What follows belongs to an exercise in optimizing a design on an open flow for small area and a short achievable clock period; a production flow would make more cautious choices. Where RTL was checked, it was by simulation tests only, not by an equivalence proof against the original. No driver is modelled on the clock port, so clocking that relies on it looks cheaper here than on a real chip.

lagoon:
// ecc_bch_codec
module ecc_bch_codec (
    input  wire        clk,
    input  wire        rst,           
    input  wire        in_valid,
    input  wire [63:0] in_wdata,      
    input  wire [63:0] in_rdata,      
    input  wire [15:0] in_rcheck,     
    output reg         out_valid,
    output reg  [15:0] out_wcheck,    
    output reg  [63:0] out_data,      
    output reg         out_ce,        
    output reg         out_ue,        
    output reg  [1:0]  out_nbits      
);
Size: ~180 flip-flops, about 12000 µm² of cells after synthesis.
export LEC_CHECK = 0
export CAP_MARGIN = 20
export CORE_MARGIN = 2
export CORE_UTILIZATION = 40
export SLEW_MARGIN = 20
export SYNTH_HIERARCHICAL = 1
export SYNTH_MINIMUM_KEEP_SIZE = 0
create_clock -name core_clock -period 34.0 [get_ports {clk}]
standard.sh (not shown) runs the stock make flow with config.mk's settings and CLKGATE_MAP_FILE= SYNTH_SCRIPT=/design/flow/synth_recipe.tcl, a recipe that flattens the netlist after the stock synthesis.
==> flow/flow/run.sh <==
#!/bin/bash
# Own layout flow: the standard ORFS flow (standard.sh, unchanged synthesis),
# with a setup-slack target for OpenROAD's timing repair and a small buffer cell
# for the port buffers. Everything else is as the standard flow's layout.
set -euo pipefail
MARGIN=$(cat flow/margin.txt)
bash standard.sh \
  "SETUP_SLACK_MARGIN=${MARGIN}" \
  "BUFFER_PORTS_ARGS=-buffer_cell sky130_fd_sc_hd__buf_1" \
  finish > orfs_make.log 2>&1
==> flow/flow/margin.txt <==
25.8
The following lists how maple was set up differently from lagoon:
==> flow/flow/margin.txt <==
25.5
Compared with lagoon, placement density in the core of maple is lower. Compared with lagoon, maple shows a higher via density per instance. Taking lagoon as the reference, in maple worst setup slack fell 0.19 ns, clock-cell share of area +0.17 points, antenna diode instance count now smaller. Multi-input logic portion of the cell area for maple: 0.66 points down relative to lagoon. Compared with lagoon, maple shows a layout-stage area growth over the synthesis result that is 13 points lower. In the flow results for maple and lagoon, the design area is smaller on maple.
Modified inputs, tundra compared to maple
==> flow/flow/margin.txt <==
26.3
==> run summary <==
Number of global-route vias before repair ends up higher on tundra. tundra can be clocked faster than maple. Share of the synthesized netlist area taken by xor and xnor gates: maple vs tundra identical. End point of the critical path: s3[2] -> maple, wc1[14] -> tundra.
No functional check of the RTL was part of any run of this note.

========
Another version of the RTL of ecc_bch_codec (not shown whole).
Size: roughly 1300 cells after synthesis, ~180 flip-flops, about 230 I/O pins, roughly 12000 sq um of cells after synthesis.
## ecc_bch_codec
module ecc_bch_codec (
    input  wire        clk,
    input  wire        rst,           
    input  wire        in_valid,
    input  wire [63:0] in_wdata,      
    input  wire [63:0] in_rdata,      
    input  wire [15:0] in_rcheck,     
    output reg         out_valid,
    output reg  [15:0] out_wcheck,    
    output reg  [63:0] out_data,      
    output reg         out_ce,        
    output reg         out_ue,        
    output reg  [1:0]  out_nbits      
);
==> flow/config.mk <==
export PLATFORM = sky130hd
export DESIGN_NAME = ecc_bch_codec
export DESIGN_NICKNAME = ecc_bch_codec
export VERILOG_FILES = /design/flow/design.v
export SDC_FILE = /design/flow/constraint.sdc
export NUM_CORES = 4
export LEC_CHECK = 0
export CAP_MARGIN = 20
export CORE_MARGIN = 2
export CORE_UTILIZATION = 40
export SLEW_MARGIN = 20
export SYNTH_HIERARCHICAL = 1
export SYNTH_MINIMUM_KEEP_SIZE = 0
==> flow/constraint.sdc <==
create_clock -name core_clock -period 34.0 [get_ports {clk}]
set_input_delay 6.8000 -clock core_clock [delete_from_list [all_inputs] [get_ports {clk}]]
set_output_delay 6.8000 -clock core_clock [all_outputs]
set_load 0.01 [all_outputs]
==> flow/flow/run.sh <==
#!/bin/bash
# Own layout flow: the standard ORFS flow (standard.sh, unchanged synthesis),
# with a setup-slack target for OpenROAD's timing repair and a small buffer cell
# for the port buffers. Everything else is as the standard flow's layout.
set -euo pipefail
MARGIN=$(cat flow/margin.txt)
bash standard.sh \
  "SETUP_SLACK_MARGIN=${MARGIN}" \
  "BUFFER_PORTS_ARGS=-buffer_cell sky130_fd_sc_hd__buf_2" \
  finish > orfs_make.log 2>&1
==> flow/flow/margin.txt <==
25.6
Change:
--- a/flow/flow/run.sh
+++ b/flow/flow/run.sh
@@ -9 +9 @@
-  "BUFFER_PORTS_ARGS=-buffer_cell sky130_fd_sc_hd__buf_2" \
+  "BUFFER_PORTS_ARGS=-buffer_cell sky130_fd_sc_hd__buf_1" \
==> flow/flow/margin.txt (replaced) <==
25.3
CTS_BUF_LIST = sky130_fd_sc_hd__clkbuf_4 sky130_fd_sc_hd__clkbuf_16   (was not set)
After rerunning:
- The new run finished clean
- flip-flop and latch count is unchanged
- wire length came out lower by a few percent
- global-route usage shrinks by 0.54 points
- non-clock buffer count is lower by 5
Change:
==> flow/flow/run.sh (replaced) <==
#!/bin/bash
# Own layout flow: the standard ORFS flow (standard.sh, so the synthesis is
# the standard one), with these changes to how the layout is made:
#  - OpenROAD's timing repair aims at the setup slack in flow/margin.txt;
#  - the port buffers are sky130_fd_sc_hd__buf_1;
#  - any further make variables listed in flow/extra.txt (one per line);
#  - flow/post_cts.tcl, if present, runs at the end of ORFS's CTS step.
# The full make/ORFS output goes to orfs_make.log; ORFS keeps each step's log
# under orfs/logs/.
set -euo pipefail
MARGIN=$(cat flow/margin.txt)
EXTRA=()
if [[ -f flow/extra.txt ]]; then
  while IFS= read -r line; do [[ -n "$line" ]] && EXTRA+=("$line"); done < flow/extra.txt
fi
if [[ -f flow/post_cts.tcl ]]; then
  EXTRA+=("POST_CTS_TCL=$PWD/flow/post_cts.tcl")
fi
bash standard.sh \
  "SETUP_SLACK_MARGIN=${MARGIN}" \
  "BUFFER_PORTS_ARGS=-buffer_cell sky130_fd_sc_hd__buf_1" \
  "${EXTRA[@]}" \
  finish > orfs_make.log 2>&1
==> flow/flow/extra.txt (new file) <==
CTS_ARGS=-sink_clustering_enable -repair_clock_nets -buf_list sky130_fd_sc_hd__clkbuf_8 -dont_use_dummy_load
==> flow/flow/margin.txt (replaced) <==
25.0
==> flow/flow/post_cts.tcl (new file) <==
# After CTS: a leaf clock buffer of the small type that drives many flip-flops
# is swapped for the larger clock buffer, to keep the flip-flop clock slew low.
set changed 0
foreach inst [get_cells clkbuf_*] {
  if {[get_property $inst ref_name] ne "sky130_fd_sc_hd__clkbuf_8"} { continue }
  set out [get_pins -of_objects $inst -filter "direction==output"]
  set n [llength [get_pins -of_objects [get_nets -of_objects $out] -filter "direction==input"]]
  if {$n >= 18} {
    puts "post_cts: [get_full_name $inst] drives $n pins, now sky130_fd_sc_hd__clkbuf_16"
    replace_cell $inst sky130_fd_sc_hd__clkbuf_16
    incr changed
  }
}
if {$changed} { detailed_placement }
CTS_BUF_LIST = not set   (was sky130_fd_sc_hd__clkbuf_4 sky130_fd_sc_hd__clkbuf_16)
After rerunning: Global-route usage shrinks by 0.19 points; critical path depth is unchanged; via count is about the same; cell count fell by 0.75%; area after synthesis does not change; design area shrinks by 3.2%; flip-flop and latch count stays the same; worst setup slack loses 0.088 ns; non-clock buffer count is unchanged; sequential share of layout area grows by 0.85 points.
Change:
==> flow/flow/extra.txt (replaced) <==
CTS_ARGS=-sink_clustering_enable -repair_clock_nets -buf_list sky130_fd_sc_hd__clkbuf_4 -root_buf sky130_fd_sc_hd__clkbuf_8 -dont_use_dummy_load
==> flow/flow/margin.txt (replaced) <==
25.3
==> flow/flow/post_cts.tcl (replaced) <==
# After CTS: a leaf clock buffer that drives many flip-flops is swapped for a
# larger clock buffer, to keep the flip-flop clock slew low.
set changed 0
foreach inst [get_cells clkbuf_*] {
  set ref [get_property $inst ref_name]
  if {$ref ne "sky130_fd_sc_hd__clkbuf_4" && $ref ne "sky130_fd_sc_hd__clkbuf_8"} { continue }
  set out [get_pins -of_objects $inst -filter "direction==output"]
  set n [llength [get_pins -of_objects [get_nets -of_objects $out] -filter "direction==input"]]
  set new ""
  if {$n >= 18} { set new sky130_fd_sc_hd__clkbuf_16 } elseif {$n >= 9 && $ref eq "sky130_fd_sc_hd__clkbuf_4"} { set new sky130_fd_sc_hd__clkbuf_8 }
  if {$new ne ""} {
    puts "post_cts: [get_full_name $inst] drives $n pins, now $new"
    replace_cell $inst $new
    incr changed
  }
}
if {$changed} { detailed_placement }
After rerunning: Hold slack got worse by 0.014 ns; critical path depth stays the same; routed wire length hardly moves; utilization barely changes; first-iteration DRC count is lower by 14%; non-clock buffer count does not change; design area is about the same; setup slack gains 0.043 ns; cell count is about the same.

[port drivers added, routing unchanged]
In the flow no input, the clock included, has a driving cell. The finished layouts below were timed again as built, in two steps. Step 1 (the two cells are an assumption about what drives the block):
set clk [get_ports {clk}]
set_driving_cell -lib_cell sky130_fd_sc_hd__clkbuf_16 $clk
set_driving_cell -lib_cell sky130_fd_sc_hd__buf_2 [delete_from_list [all_inputs] $clk]
Step 2 adds t to the input delays and takes it off the output delays; t is the mean of the earliest and latest rising clock arrival at the registers after step 1. Input paths then give back, and output paths get back, about the clock's delay inside the block. Three values: ideal, step 1, step 2; two values: the first two.
run	t, ns	setup slack, ns	slew at the worst register clock pin (ns)	worst data-port slew with drivers (ns)	cell pins on the clock port's net
lagoon	0.490	25.697 / 25.727 / 25.237	0.09 / 0.09	0.09	1
maple	0.489	25.512 / 25.542 / 25.053	0.09 / 0.09	0.09	1
tundra	0.493	25.774 / 25.799 / 25.306	0.09 / 0.09	0.12	1
the first run of note 2	0.486	25.648 / 25.680 / 25.194	0.08 / 0.08	0.06	1
the second run of note 2	0.488	25.423 / 25.445 / 24.957	0.09 / 0.09	0.07	1
the third run of note 2	0.510	25.336 / 25.344 / 24.835	0.10 / 0.10	0.07	1
the fourth run of note 2	0.492	25.379 / 25.399 / 24.906	0.11 / 0.11	0.07	1
After both steps every run listed still meets setup and hold. The setup slack of the third run of note 2, which loses most, moves by +0.008 ns with the drivers and by -0.501 ns with both steps.
